Background: an optimization exercise with open tools, aiming at small area, a short achievable clock period and few clock cycles per item. Do not read the settings as production practice. The RTL was checked by simulation tests, not by an equivalence proof against the original design.

==> try-yarrow <==
## fft64
module fft64 (
    input  wire        clk,
    input  wire        rst,
    input  wire        in_valid,
    output wire        in_ready,
    input  wire [15:0] in_re,
    input  wire [15:0] in_im,
    input  wire [17:0] in_coef,
    output wire        out_valid,
    input  wire        out_ready,
    output wire [23:0] out_re,
    output wire [23:0] out_im,
    output wire [3:0]  out_exp,
    output wire        out_sat,
    output wire        out_last
);
Settings: LEC_CHECK=0, ABC_CLOCK_PERIOD_IN_PS=6000, CAP_MARGIN=20, CORE_MARGIN=2, CORE_UTILIZATION=60, PLACE_DENSITY=0.7, SLEW_MARGIN=20; clock period 24.0 ns.
standard.sh (not shown) runs the stock make flow with config.mk's settings and CLKGATE_MAP_FILE= SYNTH_SCRIPT=/design/flow/synth_recipe.tcl, a recipe that flattens the netlist after the stock synthesis.
==> flow/flow/run.sh <==
#!/bin/bash
# The standard layout (standard.sh: standard synthesis, then ORFS to
# finish) with two changes: repair_timing aims at a setup slack margin of
# 17.6 ns, i.e. at paths of about 6.4 ns, well inside the 24 ns clock, and
# clock tree synthesis inserts no dummy loads. The constraints and the clock
# period are unchanged.
set -euo pipefail
cd "$(dirname "${BASH_SOURCE[0]}")/.."
bash standard.sh SETUP_SLACK_MARGIN=17.6 \
    "CTS_ARGS=-sink_clustering_enable -repair_clock_nets -dont_use_dummy_load" \
    finish > flow_finish.log 2>&1
==> inputs of try-quartz, as changes to try-yarrow <==
--- a/flow/design.v
+++ b/flow/design.v
@@ -2231,30 +2231,32 @@
         if (qwr & (qwp == 2'd2)) qb2 <= qin;
     end
     always @(posedge clk) begin
         if (rs) begin
             ov  <= 1'b0;
+            ov_p <= 1'b0;
             qwp <= 2'd0;
             qrp <= 2'd0;
             qbn <= 2'd0;
         end else begin
             if (q0_load) begin
                 if (qbn != 2'd0) begin
                     ov  <= 1'b1;
+                    ov_p <= 1'b1;
                     qrp <= (qrp == 2'd2) ? 2'd0 : qrp + 2'd1;
                 end else begin
                     ov <= qwr;
+                    ov_p <= qwr;
                 end
             end
             if (qwr & ~(q0_load & (qbn == 2'd0)))
                 qwp <= (qwp == 2'd2) ? 2'd0 : qwp + 2'd1;
+            if (rst) ov_p <= 1'b0;
             qbn <= qbn + {1'b0, qwr & ~(q0_load & (qbn == 2'd0))} - {1'b0, q0_load & (qbn != 2'd0)};
         end
     end
     assign in_ready  = in_rdy_p;
-    wire ov_n = ~rs & (q0_load ? ((qbn != 2'd0) | qwr) : ov);
-    always @(posedge clk) ov_p <= ov_n & ~rst;
     assign out_valid = ov_p;
     assign out_re    = q0[53:30];
     assign out_im    = q0[29:6];
     assign out_exp   = q0[5:2];
     assign out_sat   = q0[1];
==> flow/flow/run.sh (replaced) <==
#!/bin/bash
# The standard layout (standard.sh: standard synthesis, then ORFS to
# finish) with one change: repair_timing aims at a setup slack margin of
# 17.8 ns, i.e. at paths of about 6.2 ns, well inside the 24 ns clock. The
# constraints and the clock period are unchanged.
set -euo pipefail
cd "$(dirname "${BASH_SOURCE[0]}")/.."
bash standard.sh SETUP_SLACK_MARGIN=17.8 finish > flow_finish.log 2>&1
==> summary of the runs <==
- Against try-yarrow, the synthesized area of try-quartz is lower by 0.43%.
- Clock-buffer cell count: try-quartz is higher than try-yarrow (142).
- Between try-yarrow and try-quartz, the lower wire length is in try-quartz (gap about 0.6%, measured against try-quartz).
- Of try-yarrow and try-quartz, try-quartz has the higher worst setup slack (gap 0.12 ns).
- In try-quartz the global-route usage is lower than in try-yarrow, by 0.19 points.
- Clock skew: try-yarrow is higher than try-quartz (0.088 ns).
- Critical path depth: try-quartz is lower than try-yarrow (17).
- In try-yarrow the maximum frequency is smaller than in try-quartz, by 1.8%.
==> figures <==
                                                                try-quartz      try-yarrow
Status                                                      finished clean  finished clean
Minimum clock period                                               6.31 ns         6.42 ns
Number of diodes added for antenna fixing                              180             110
Instance area at placement                                     210000 um^2     211000 um^2
Share of cell area taken by multi-input logic gates                  0.496           0.507
NonClk Buf Share                                                    0.0211          0.0225
Slew at the pin closest to its max-slew limit                      1.30 ns         1.31 ns
Total buffers and inverters traversed by the critical path               1               0
Ratio of layout area to synthesized area                            1.098x          1.080x
Clock buffer count from CTS                                            385             381
Fraction of the mapped netlist area in compound gates                0.169           0.166
Vert. Die Dim                                                       590 um          591 um
Mux contribution to synthesized area                                0.0547          0.0574
Xor-xnor portion of the synthesized cell area                       0.0828          0.0824
Remaining max-slew budget at the tightest pin                        0.130           0.123
Post-Synth Simple-Gate Area                                         0.0896          0.0925
Avg Vias per Cell                                                     6.61            6.68
Testbench counts of try-yarrow, summed over its fixed seeds: cycles 9,768, frames 64.
Testbench counts of try-quartz, summed over its fixed seeds: cycles 9,768, frames 64.

==> static timing again, ports no longer ideal <==
No port has a modelled driver above. Below, the same layouts with a new extraction and two added sets of constraints.
Step 1 (the two cells are an assumption about what drives the block):
set clk [get_ports {clk}]
set_driving_cell -lib_cell sky130_fd_sc_hd__clkbuf_16 $clk
set_driving_cell -lib_cell sky130_fd_sc_hd__buf_2 [delete_from_list [all_inputs] $clk]
Step 2 times the ports against the registers' clock, not the clock port: input delays grow and output delays shrink by t, the midpoint of the rising clock arrivals with the driver on.
Three values: no drivers, after step 1, after step 2; two values: the first two.
run | shift t [ns] | slack for setup (ns) | worst hold slack (ns)
try-yarrow | 1.040 | 17.578 / 17.535 / 16.761 | 0.223 / 0.223 / 0.223
try-quartz | 1.066 | 17.693 / 17.573 / 17.120 | 0.279 / 0.279 / 0.279
After both steps every run listed still meets setup and hold. The setup slack of try-yarrow, which loses most, moves by -0.043 ns with the drivers and by -0.817 ns with both steps.
